From an optimization exercise on the open Yosys and OpenROAD flow, aimed at small area, a short achievable clock period and few clock cycles per item; shortcuts taken in it are not production practice.
Function was not checked in any run shown here: the RTL went through the layout flow alone.

--- flow/design.v ---
module aes_sbox_q1 (
    input  wire [7:0]  a,
    output wire [11:0] m
);
    function [3:0] gf16_mul(input [3:0] p, input [3:0] q);
        reg [6:0] t;
        begin
            t = ({3'b0, p} & {7{q[0]}}) ^ ({2'b0, p, 1'b0} & {7{q[1]}}) ^
                ({1'b0, p, 2'b0} & {7{q[2]}}) ^ ({p, 3'b0} & {7{q[3]}});
            if (t[6]) t = t ^ 7'b1001100;
            if (t[5]) t = t ^ 7'b0100110;
            if (t[4]) t = t ^ 7'b0010011;
            gf16_mul = t[3:0];
        end
    endfunction
    wire [7:0] c;
    assign c[0] = a[0] ^ a[5] ^ a[7];
    assign c[1] = a[2];
    assign c[2] = a[2] ^ a[3] ^ a[4] ^ a[5] ^ a[6] ^ a[7];
    assign c[3] = a[3] ^ a[4];
    assign c[4] = a[4] ^ a[5] ^ a[6];
    assign c[5] = a[1] ^ a[4] ^ a[6] ^ a[7];
    assign c[6] = a[2] ^ a[3] ^ a[5] ^ a[7];
    assign c[7] = a[5] ^ a[7];
    wire [3:0] ah = c[7:4];
    wire [3:0] al = c[3:0];
    wire [3:0] d  = gf16_mul(gf16_mul(ah, ah), 4'd8) ^ gf16_mul(ah, al) ^ gf16_mul(al, al);
    assign m = {ah, ah ^ al, d};
endmodule
module aes_sbox_q2 (
    input  wire [11:0] m,
    output wire [7:0]  z
);
    function [3:0] gf16_mul(input [3:0] p, input [3:0] q);
        reg [6:0] t;
        begin
            t = ({3'b0, p} & {7{q[0]}}) ^ ({2'b0, p, 1'b0} & {7{q[1]}}) ^
                ({1'b0, p, 2'b0} & {7{q[2]}}) ^ ({p, 3'b0} & {7{q[3]}});
            if (t[6]) t = t ^ 7'b1001100;
            if (t[5]) t = t ^ 7'b0100110;
            if (t[4]) t = t ^ 7'b0010011;
            gf16_mul = t[3:0];
        end
    endfunction
    function [3:0] gf16_inv(input [3:0] p);
        begin
            gf16_inv[0] = p[0] ^ p[1] ^ p[2] ^ (p[0] & p[2]) ^ (p[1] & p[2]) ^
                          (p[0] & p[1] & p[2]) ^ p[3] ^ (p[1] & p[2] & p[3]);
            gf16_inv[1] = (p[0] & p[1]) ^ (p[0] & p[2]) ^ (p[1] & p[2]) ^ p[3] ^
                          (p[1] & p[3]) ^ (p[0] & p[1] & p[3]);
            gf16_inv[2] = (p[0] & p[1]) ^ p[2] ^ (p[0] & p[2]) ^ p[3] ^
                          (p[0] & p[3]) ^ (p[0] & p[2] & p[3]);
            gf16_inv[3] = p[1] ^ p[2] ^ p[3] ^ (p[0] & p[3]) ^ (p[1] & p[3]) ^
                          (p[2] & p[3]) ^ (p[1] & p[2] & p[3]);
        end
    endfunction
    wire [3:0] di = gf16_inv(m[3:0]);
    assign z = {gf16_mul(m[11:8], di), gf16_mul(m[7:4], di)};
endmodule
module aes_sbox_q3 (
    input  wire [7:0] z,
    output wire [7:0] y
);
    assign y[0] = z[0] ^ z[2] ^ z[6] ^ 1'b1;
    assign y[1] = z[0] ^ z[1] ^ z[2] ^ z[3] ^ z[4] ^ z[5] ^ 1'b1;
    assign y[2] = z[0] ^ z[3] ^ z[5] ^ z[6];
    assign y[3] = z[0] ^ z[2] ^ z[5];
    assign y[4] = z[0] ^ z[1] ^ z[3] ^ z[4] ^ z[5];
    assign y[5] = z[1] ^ z[2] ^ z[3] ^ z[5] ^ z[6] ^ z[7] ^ 1'b1;
    assign y[6] = z[4] ^ z[6] ^ z[7] ^ 1'b1;
    assign y[7] = z[1] ^ z[2];
endmodule
module aes256_line (
    input  wire         clk,
    input  wire         rst,         
    input  wire         in_valid,
    output wire         in_ready,
    input  wire [255:0] in_key,
    input  wire [127:0] in_data,
    output reg          out_valid,
    input  wire         out_ready,
    output wire [127:0] out_data
);
    reg         a_valid, b_valid, c_valid;
    reg         a_park,  b_park,  c_park;    
    reg [1:0]   a_tag,   b_tag,   c_tag;     
    reg [3:0]   a_round, b_round, c_round;   
    reg [255:0] a_kwin,  b_kwin,  c_kwin;    
    reg [127:0] a_state;     
    reg [191:0] b_m;         
    reg [47:0]  b_km;        
    reg [127:0] c_z;         
    reg [31:0]  c_kz;        
    reg [1:0]   head;        
    reg [1:0]   tail;        
    reg [127:0] out_reg;
    assign out_data = out_reg;
    wire finish   = !c_park && (c_round == 4'd14);
    wire done     = c_valid && (finish || c_park);
    wire oldest   = (c_tag == head);
    wire out_free = !out_valid || out_ready;
    wire c_go     = done && oldest && out_free;
    reg  in_ready_r;
    assign in_ready = in_ready_r;
    wire load     = in_valid && in_ready;
    wire [1:0] head_next      = c_go ? head + 2'd1 : head;
    wire       out_valid_next = c_go || (out_valid && !out_ready);
    genvar g;
    wire [127:0] ark = a_state ^ a_kwin[255:128];
    wire [31:0]  kw  = a_kwin[31:0];
    wire [191:0] m1;
    wire [47:0]  km1;
    generate
        for (g = 0; g < 16; g = g + 1) begin : g_q1
            aes_sbox_q1 u_q1 (.a(ark[127-8*g -: 8]), .m(m1[191-12*g -: 12]));
        end
        for (g = 0; g < 4; g = g + 1) begin : g_kq1
            aes_sbox_q1 u_q1 (.a(kw[31-8*g -: 8]), .m(km1[47-12*g -: 12]));
        end
    endgenerate
    wire [127:0] z2;
    wire [31:0]  kz2;
    generate
        for (g = 0; g < 16; g = g + 1) begin : g_q2
            aes_sbox_q2 u_q2 (.m(b_m[191-12*g -: 12]), .z(z2[127-8*g -: 8]));
        end
        for (g = 0; g < 4; g = g + 1) begin : g_kq2
            aes_sbox_q2 u_q2 (.m(b_km[47-12*g -: 12]), .z(kz2[31-8*g -: 8]));
        end
    endgenerate
    wire [127:0] sub_bytes;
    wire [31:0]  sub_word;   
    generate
        for (g = 0; g < 16; g = g + 1) begin : g_q3
            aes_sbox_q3 u_q3 (.z(c_z[127-8*g -: 8]), .y(sub_bytes[127-8*g -: 8]));
        end
        for (g = 0; g < 4; g = g + 1) begin : g_kq3
            aes_sbox_q3 u_q3 (.z(c_kz[31-8*g -: 8]), .y(sub_word[31-8*g -: 8]));
        end
    endgenerate
    wire [127:0] shift_rows;
    generate
        for (g = 0; g < 16; g = g + 1) begin : g_sr
            localparam integer R = g % 4;
            localparam integer C = g / 4;
            localparam integer SRC = 4 * ((C + R) % 4) + R;
            assign shift_rows[127-8*g -: 8] = sub_bytes[127-8*SRC -: 8];
        end
    endgenerate
    function [7:0] xtime(input [7:0] b);
        xtime = {b[6:0], 1'b0} ^ (b[7] ? 8'h1b : 8'h00);
    endfunction
    function [31:0] mix_column(input [31:0] col);
        reg [7:0] a0, a1, a2, a3;
        begin
            a0 = col[31:24]; a1 = col[23:16]; a2 = col[15:8]; a3 = col[7:0];
            mix_column[31:24] = xtime(a0) ^ xtime(a1) ^ a1 ^ a2 ^ a3;
            mix_column[23:16] = a0 ^ xtime(a1) ^ xtime(a2) ^ a2 ^ a3;
            mix_column[15:8]  = a0 ^ a1 ^ xtime(a2) ^ xtime(a3) ^ a3;
            mix_column[7:0]   = xtime(a0) ^ a0 ^ a1 ^ a2 ^ xtime(a3);
        end
    endfunction
    wire [127:0] mix_columns = {mix_column(shift_rows[127:96]), mix_column(shift_rows[95:64]),
                                mix_column(shift_rows[63:32]),  mix_column(shift_rows[31:0])};
    wire [127:0] round_out = mix_columns;
    wire [127:0] final_out = shift_rows ^ c_kwin[127:0];     
    reg [7:0] rcon;
    always @(*) begin
        case (c_round[3:1])
            3'd0: rcon = 8'h01;
            3'd1: rcon = 8'h02;
            3'd2: rcon = 8'h04;
            3'd3: rcon = 8'h08;
            3'd4: rcon = 8'h10;
            3'd5: rcon = 8'h20;
            default: rcon = 8'h40;
        endcase
    end
    wire [31:0] temp = c_round[0] ? {sub_word[23:16] ^ rcon, sub_word[15:0], sub_word[31:24]}
                                  : sub_word;
    wire [31:0] p0 = c_kwin[255:224];
    wire [31:0] p1 = p0 ^ c_kwin[223:192];
    wire [31:0] p2 = p1 ^ c_kwin[191:160];
    wire [31:0] p3 = p2 ^ c_kwin[159:128];
    wire [127:0] next_words = {p0 ^ temp, p1 ^ temp, p2 ^ temp, p3 ^ temp};
    always @(posedge clk) begin
        if (rst) begin
            a_valid   <= 1'b0;
            b_valid   <= 1'b0;
            c_valid   <= 1'b0;
            out_valid <= 1'b0;
            head      <= 2'd0;
            tail      <= 2'd0;
            in_ready_r <= 1'b1;
        end else begin
            in_ready_r <= !load && (!b_valid || ((b_park || b_round == 4'd14) &&
                                                 b_tag == head_next && !out_valid_next));
            b_valid <= a_valid;
            c_valid <= b_valid;
            a_valid <= load || (c_valid && !c_go);
            if (load)
                tail <= tail + 2'd1;
            head      <= head_next;
            out_valid <= out_valid_next;
        end
    end
    always @(posedge clk) begin
        b_park  <= a_park;
        b_tag   <= a_tag;
        b_round <= a_round;
        b_kwin  <= a_kwin;
        b_m     <= m1;
        b_km    <= km1;
        c_park  <= b_park;
        c_tag   <= b_tag;
        c_round <= b_round;
        c_kwin  <= b_kwin;
        c_z     <= z2;
        c_kz    <= kz2;
        if (in_ready_r) begin
            a_park  <= 1'b0;
            a_tag   <= tail;
            a_round <= 4'd1;
            a_state <= in_data;      
            a_kwin  <= in_key;
        end else begin
            a_park  <= c_park || finish;
            a_tag   <= c_tag;
            a_round <= c_round + 4'd1;
            a_state <= round_out;
            a_kwin  <= {c_kwin[127:0], c_park ? c_kwin[127:0] : finish ? final_out : next_words};
        end
        if (c_go)
            out_reg <= c_park ? c_kwin[127:0] : final_out;
    end
endmodule
--- flow/flow/abc_area.script ---
strash
&get -n
&fraig -x
&put
dc2
strash
&get -n
&dch -f
&nf -R 1000
&put
--- flow/flow/run.sh ---
#!/bin/bash
# Own flow: the standard layout (standard.sh) with two changes:
#  - Yosys's ABC technology mapping uses flow/abc_area.script, an area-oriented
#    script, in place of ORFS's speed script; everything else in synthesis
#    (register mapping, flattening, renaming) is the standard synthesis;
#  - the port buffers that placement inserts on every input and output are
#    buf_2 cells rather than the delay cell buffer_ports picks by default.
# The make output goes to orfs_make.log; ORFS keeps each tool's log in orfs/logs.
set -euo pipefail
W=$(pwd)
sed "s#^source \$::env(SCRIPTS_DIR)/synth.tcl#source $W/my_synth_core.tcl#" synth_recipe.tcl > my_synth.tcl
grep -q my_synth_core.tcl my_synth.tcl
sed 's#^  log_cmd abc {\*}\$abc_args#  set abc_args [lreplace $abc_args 1 1 $::env(MY_ABC_SCRIPT)]\n  log_cmd abc {*}$abc_args#' \
    "$FLOW_HOME/scripts/synth.tcl" > my_synth_core.tcl
grep -q MY_ABC_SCRIPT my_synth_core.tcl
sed -E "s#SYNTH_SCRIPT=[^ ]+#SYNTH_SCRIPT=$W/my_synth.tcl BUFFER_PORTS_ARGS='-buffer_cell sky130_fd_sc_hd__buf_2'#" standard.sh > my_standard.sh
grep -q "SYNTH_SCRIPT=$W/my_synth.tcl" my_standard.sh
export MY_ABC_SCRIPT=$W/flow/abc_area.script
bash my_standard.sh > orfs_make.log 2>&1
--- flow/constraint.sdc ---
create_clock -name core_clock -period 7.5 [get_ports {clk}]
set_input_delay 1.5000 -clock core_clock [delete_from_list [all_inputs] [get_ports {clk}]]
set_output_delay 1.5000 -clock core_clock [all_outputs]
set_load 0.01 [all_outputs]
--- flow/config.mk ---
export PLATFORM = sky130hd
export DESIGN_NAME = aes256_line
export DESIGN_NICKNAME = aes256_line
export VERILOG_FILES = /design/flow/design.v
export SDC_FILE = /design/flow/constraint.sdc
export NUM_CORES = 4
export LEC_CHECK = 0
export ABC_CLOCK_PERIOD_IN_PS = 2800
export CAP_MARGIN = 20
export CORE_MARGIN = 2
export CORE_UTILIZATION = 45
export CTS_BUF_LIST = sky130_fd_sc_hd__clkbuf_4 sky130_fd_sc_hd__clkbuf_8 sky130_fd_sc_hd__clkbuf_16
export CTS_CLUSTER_DIAMETER = 120
export CTS_CLUSTER_SIZE = 26
export PLACE_DENSITY = 0.7
export SETUP_SLACK_MARGIN = 4.7
export SLEW_MARGIN = 20
--- flow/standard.sh ---
#!/bin/bash
# synth_recipe.tcl (not shown) runs the flow's synth.tcl, then flattens the netlist and writes it again
# the make line also repeats each setting of config.mk as NAME=value (left out here)
make -C /OpenROAD-flow-scripts/flow DESIGN_CONFIG=/design/flow/config.mk WORK_HOME=/design/flow/orfs CLKGATE_MAP_FILE= SYNTH_SCRIPT=/design/flow/synth_recipe.tcl "${@:-finish}"
==> run notes, run 1 <==
vias in the first global route 45100; final hold slack 0.298 ns; Max H-tree Level 3; Tightest Pin Transition 1.06 ns; Worst Hold Class flip-flop to flip-flop; RR Startpoint c_z[98]$_DFF_P_; Starting Density 0.453; outcome timing/DRC/antenna clean; top cell types by occurrence after synthesis xnor2_1, dfxtp_1, nand2_1; Synth Register Bits 1454; final period utilization 0.394; Ys Warns 3; latest clock arrival within the worst-skew pair 0.72 ns; WL met2 93600 um; required time worst endpoint 6.00 ns; clock tree buffer depth 3; Synth cell types 33; full die area 150000 sq um; Worst setup SP type flip-flop; Avg WL per Cell 22.6 um; Post-synth EDFFs 128; synthesized area per cell 10.4 sq um; row count 140; CTS sink cnt 1454; min cycle time layout 2.96 ns; area delta synth->final 20.6%; Root Driver clkbuf_16; area of the mapped netlist 66000 sq um; Largest regs a_kwin x256, b_kwin x256, c_kwin x256; Yosys top cell area share 0.402; Hold EP c_kwin[213]$_DFF_P_; post-route core utilization 0.546; top achievable clock speed 338 MHz; DR vias/cell 5.04; DR top layer met5; skew final 0.0495 ns; ANT nets after route 0; Worst R2R Setup Slack 4.70 ns; first-pass GRT wire length 294000 um; met3 WL 13600 um; RePlAce Congestion 0.941; largest stage delay on the critical path 0.55 ns; largest net degree at the start of global routing 127; DRT iter0 DRCs 3909; vias post-DR 45900; Setup CP Type flip-flop to output pin; unrepaired setup endpoints after global routing yes; Synth async-reset ratio 0; count leader, synth xnor2_1; CP endpoint kind output pin; Clock transition at path regs 0.10 ns; layout cell share with drive strength beyond 1 0.185; die width 387 um; gr ovfl total 0; CP top delay family flip-flops; Initial DRT Pass Iterations 7; hold buffer count at cts 0; reg2reg path depth 7; post-synth net total 6886; wl on met1 88800 um; sequential cell area fraction in the yosys report 0.461; initial antenna violation count 23; Slew headroom 0.286; hold path start b_kwin[213]$_DFF_P_; largest cells by area after synthesis dfxtp_1, xnor2_1, xor2_1; reg2reg end a_kwin[65]$_DFF_P_; final setup vio count 0; fin. max-slew vios 0; DPL Wire Length 157000 um; io pins 518; Tot GR Track Use 0.265; crit path DAT 1.46 ns; DR DRC count 0; Yosys top cell by area dfxtp_1; Core Area 146000 sq um; CTS buffer count 67; hold path depth 0; Setup TNS 0 ns; post-synthesis instance total 6356; Die Height 387 um; DRT Wirelength 206000 um; CTS tree done; largest fanout on the critical path 1; crit path max-delay cell type edfxtp_1; PortBufs 517; CP Cell Sequence buf_2; Max-Cap Viols 0; Final Hold Vio Count 0; WP buf/inv 1; Post-synth top flop dfxtp_1; final net count 7665
==> what timing repair did <==
| item | in CTS | in global routing |
|---|---|---|
| resized for setup | 392 | 250 |
| pin swaps | 84 | 94 |
| cloned | 1 | 1 |
| hold endpoints to repair | 0 | 0 |
| setup endpoints to repair | 416 | 310 |
| buffers inserted | 82 | 64 |
==> layer usage <==
| layer | vias up | track usage |
|---|---|---|
| li1 | 21700 | - |
| met1 | 22300 | 0.360 |
| met2 | 1616 | 0.422 |
| met3 | 290 | 0.0332 |
| met4 | 14 | 0.119 |
| met5 | - | 0 |
==> how the worst max path moves through the flow <==
| stage | slack, ns | endpoint | startpoint | depth (start not counted) |
|---|---|---|---|---|
| 4_1_cts | 4.52 | out_data[42] | out_reg[42]$_DFFE_PP_ | 1 |
| 3_3_place_gp | 3.52 | a_kwin[48]$_DFF_P_ | c_round[0]$_DFF_P_ | 8 |
| 5_1_grt | 4.54 | out_data[42] | out_reg[42]$_DFFE_PP_ | 1 |
| 3_5_place_dp | 3.34 | a_kwin[42]$_DFF_P_ | c_round[0]$_DFF_P_ | 8 |
| 2_1_floorplan | 0.88 | in_ready_r$_SDFF_PP1_ | out_ready | 7 |
| 6_report | 4.54 | out_data[42] | out_reg[42]$_DFFE_PP_ | 1 |
==> cell families after synthesis <==
group / share of synthesized area
xor+xnor: 0.344
flops: 0.461
simple gates: 0.0790
compound gates: 0.0430
mux: 0.0336
buf+inv: 0.0101
fa+ha+maj: 0.0292
==> worst reg2reg max path: stages, from the launching register on <==
cell and delay (ns):
dfxtp_1 0.40, xnor2_4 0.37, xor2_1 0.21, xnor2_1 0.57, nand2b_1 0.32, xnor2_1 0.33, a222oi_1 0.34, clkinv_1 0.13
==> cell type report <==
cell class	instances	area, sq um
clock inverter	8	143
timing repair buffer	709	4320
tap	1917	2400
sequential	1454	30500
multi-input combinational	4724	39500
fill	12400	66000
clock buffer	98	1930
timing repair inverter	1	30.0
antenna	12	30.0
inverter	178	714
==> placed cells by master, fill, tap and decap left out, drive strengths merged, types with 5 or more instances in the layout <==
cell type	synthesis	routed
xnor2	1797	1797
dfxtp	1326	1326
nand2	950	950
xor2	797	797
buf	0	708
o21ai	244	244
nor2	214	214
clkinv	178	174
mux2	161	161
edfxtp	128	128
ha	122	122
clkbuf	0	99
a21oi	97	97
a22oi	92	92
nand2b	63	63
mux2i	40	40
a222oi	26	26
or3	20	20
fa	20	20
nor2b	20	20
nand3	18	18
inv	0	13
diode	0	12
o22ai	11	11
a31oi	7	7
nor3	5	5
o211ai	5	5
==> per-stage QoR <==
stage                     std cells  worst slack (ns)  cell area (sq um)
after floorplan                6356             0.876              66100
final                          9101              4.54              79500
after CTS                      9023              4.52              77200
after detailed placement       8834              3.34              71500
after global routing           9089              4.54              79500
after global placement         8834              3.52              71500
==> inputs of run 2 (changes only) <==
--- a/flow/design.v
+++ b/flow/design.v
@@ -107,7 +107,7 @@
     wire       out_valid_next = c_go || (out_valid && !out_ready);
     genvar g;
     wire [127:0] ark = a_state ^ a_kwin[255:128];
-    wire [31:0]  kw  = a_kwin[31:0];
+    wire [31:0]  kw  = a_round[0] ? {a_kwin[23:0], a_kwin[31:24]} : a_kwin[31:0];
     wire [191:0] m1;
     wire [47:0]  km1;
     generate
@@ -176,8 +176,7 @@
             default: rcon = 8'h40;
         endcase
     end
-    wire [31:0] temp = c_round[0] ? {sub_word[23:16] ^ rcon, sub_word[15:0], sub_word[31:24]}
-                                  : sub_word;
+    wire [31:0] temp = c_round[0] ? {sub_word[31:24] ^ rcon, sub_word[23:0]} : sub_word;
     wire [31:0] p0 = c_kwin[255:224];
     wire [31:0] p1 = p0 ^ c_kwin[223:192];
     wire [31:0] p2 = p1 ^ c_kwin[191:160];
--- a/flow/config.mk
+++ b/flow/config.mk
@@ -9,7 +9,6 @@
 export CAP_MARGIN = 20
 export CORE_MARGIN = 2
 export CORE_UTILIZATION = 45
-export CTS_BUF_LIST = sky130_fd_sc_hd__clkbuf_4 sky130_fd_sc_hd__clkbuf_8 sky130_fd_sc_hd__clkbuf_16
 export CTS_CLUSTER_DIAMETER = 120
 export CTS_CLUSTER_SIZE = 26
 export PLACE_DENSITY = 0.7
==> run 2 against run 1 <==
Compared with the run above: still clean on timing, DRC and antenna; sequential share of layout area grew 0.40 points; clock-buffer cell count shrank 5; first-iteration DRC count shrank 6.7%; worst hold slack gained 0.017 ns; die area is essentially flat; wire length grew 1.7%; global-route usage grew 0.31 points; fmax shrank 6.4%; synthesized cell count grew 0.28%; critical path depth is the same.
==> run notes, run 2 <==
skew final 0.0439 ns; fin. max-slew vios 0; PortBufs 517; final net count 7680; DP Worst Slack 3.72 ns; min cycle time layout 3.16 ns; post-synthesis instance total 6374; placed instance count 8842; RePlAce Congestion 0.950; largest stage delay on the critical path 0.68 ns; outcome timing/DRC/antenna clean; latest clock arrival within the worst-skew pair 0.73 ns; initial antenna violation count 14; row count 140; Post-synth EDFFs 128; setup ws final 4.34 ns; Largest regs a_kwin x256, b_kwin x256, c_kwin x256; ANT nets after route 0; Final Hold Vio Count 0; gr ovfl total 0; DR vias/cell 5.04; area of the mapped netlist 66000 sq um; count leader, synth xnor2_1; post-synth net total 6904; hold buffer count at cts 0; Setup CP Type flip-flop to output pin; Worst setup SP type flip-flop; largest cells by area after synthesis dfxtp_1, xnor2_1, xor2_1; largest fanout on the critical path 1; die width 387 um; Worst Hold Class flip-flop to flip-flop; Tightest Pin Transition 1.14 ns; crit path max-delay cell type edfxtp_1; top cell types by occurrence after synthesis xnor2_1, dfxtp_1, nand2_1; synthesized area per cell 10.4 sq um; Max-Cap Viols 0; CP endpoint kind output pin; CTS tree done; Yosys top cell area share 0.402; DPL Wire Length 160000 um; DRT Wirelength 209000 um; commonest non-fill, non-tap cell in the layout xnor2_1; io pins 518; Starting Density 0.454; CP Cell Sequence buf_2; Root Driver clkbuf_16; CTS buffer count 67; final period utilization 0.421; unrepaired setup endpoints after global routing yes; commonest non-fill, non-tap cells in the layout xnor2_1, dfxtp_1, nand2_1; clock tree buffer depth 3; Die Height 387 um; vias post-DR 45800; Post-synth top flop dfxtp_1; Max H-tree Level 3; DR DRC count 0; CP top delay family flip-flops; full die area 150000 sq um; DRT iter0 DRCs 3649; Synth cell types 39; Ys Warns 3; Initial DRT Pass Iterations 8; final setup vio count 0; crit path DAT 1.66 ns; top achievable clock speed 317 MHz; Core Area 146000 sq um; Post-Layout Cell Count 9102; Synth Register Bits 1454; Synth async-reset ratio 0; Avg WL per Cell 23.0 um; Yosys top cell by area dfxtp_1; WP buf/inv 1; Tot GR Track Use 0.268; first-pass GRT wire length 297000 um; area delta synth->final 19.0%; sequential cell area fraction in the yosys report 0.460; CTS sink cnt 1454; layout cell share with drive strength beyond 1 0.169; vias in the first global route 44900; largest net degree at the start of global routing 165; required time worst endpoint 6.00 ns; final hold slack 0.315 ns; Clock transition at path regs 0.10 ns; Slew headroom 0.229
-- run 2: cell count changes in the layout (fill, tap and decap cells not counted), moves of 28 or more --
cell,previous run,this run
dfxtp_1,1271,1302
nand2_1,949,986
o22ai_1,11,47
o21ai_0,244,188
xor2_1,620,665
clkbuf_4,30,0
xor2_4,75,40
o21ai_1,0,28
a22oi_1,92,53
-- run 2: what timing repair did --
action                     4_1_cts  5_1_grt
setup endpoints to repair      377      237
gates cloned                     1        1
pin swaps                       35       99
setup buffers                   51      103
gates resized for setup        244      238
-- run 2: layer usage --
metal,vias to the layer above,global-route usage,share of wire
met4,2,0.111,0.046
met3,294,0.0347,0.060
met5,-,0,0.000057
met2,1475,0.434,0.46
met1,22300,0.362,0.43
li1,21800,-,-
-- run 2: stage by stage --
stage | TNS [ns] | area, sq um | utilization
after global placement | 0 | 71800 | 0.493
after global routing | 0 | 78600 | 0.540
after detailed placement | 0 | 71800 | 0.493
final | 0 | 78600 | 0.540
after CTS | 0 | 76000 | 0.522
after floorplan | -19.44 | 66500 | -
-- run 2: cells by family (layout without fill, tap and decap cells) --
family / count (synthesis) / after routing / share of synthesized area
buffers and inverters: 150 / 958 / 0.00853
other: 0 / 3 / 0
multiplexers: 212 / 212 / 0.0352
AO/OA/AOI/OAI: 467 / 467 / 0.0405
flip-flops: 1454 / 1454 / 0.460
AND/OR/NAND/NOR: 1363 / 1363 / 0.0826
adder cells (fa/ha/maj): 142 / 142 / 0.0292
XOR/XNOR: 2586 / 2586 / 0.344
-- run 2: layout make-up --
class	count	area, sq um
sequential	1454	30400
multi-input combinational	4770	38800
inverter	150	602
fill	12700	67000
timing repair buffer	706	4320
clock buffer	93	1850
antenna	3	7.51
timing repair inverter	1	16.3
clock inverter	8	115
tap	1917	2400
-- run 2: path summary, 6_finish.rpt --
kind	cells past startpoint	slack [ns]	startpoint	to
worst max-delay path	1	4.34	out_reg[78]$_DFFE_PP_	out_data[78]
worst min-delay path	0	0.32	b_kwin[170]$_DFF_P_	c_kwin[170]$_DFF_P_
worst max register to register	4	4.71	in_ready_r$_SDFF_PP1_	a_state[113]$_DFF_P_
worst min register to register	0	0.32	b_kwin[170]$_DFF_P_	c_kwin[170]$_DFF_P_

-- afterwards: timing with drivers on the ports --
No port has a modelled driver above. Below, the same layouts with a new extraction and two added sets of constraints. Step 1 (the two cells are an assumption about what drives the block):
set clk [get_ports {clk}]
set_driving_cell -lib_cell sky130_fd_sc_hd__clkbuf_16 $clk
set_driving_cell -lib_cell sky130_fd_sc_hd__buf_2 [delete_from_list [all_inputs] $clk]
Step 2, shift: input delay + t, output delay - t, t = (earliest + latest rising clock arrival at the registers) / 2. This alone moves slack from input paths to output paths. Slacks: ideal ports / drivers / drivers and shift; pairs: ideal ports / drivers.
run | shift t [ns] | setup slack, ns | latest minus earliest clock arrival (ns) | slew at the worst register clock pin (ns) | cell pins on the clock port's net
run 1 | 0.773 | 4.543 / 4.468 / 4.182 | 0.055 / 0.054 | 0.11 / 0.11 | 1
run 2 | 0.787 | 4.342 / 4.263 / 4.311 | 0.055 / 0.055 | 0.11 / 0.11 | 1
After both steps every run listed still meets setup and hold. The setup slack of run 1, which loses most, moves by -0.075 ns with the drivers and by -0.361 ns with both steps.
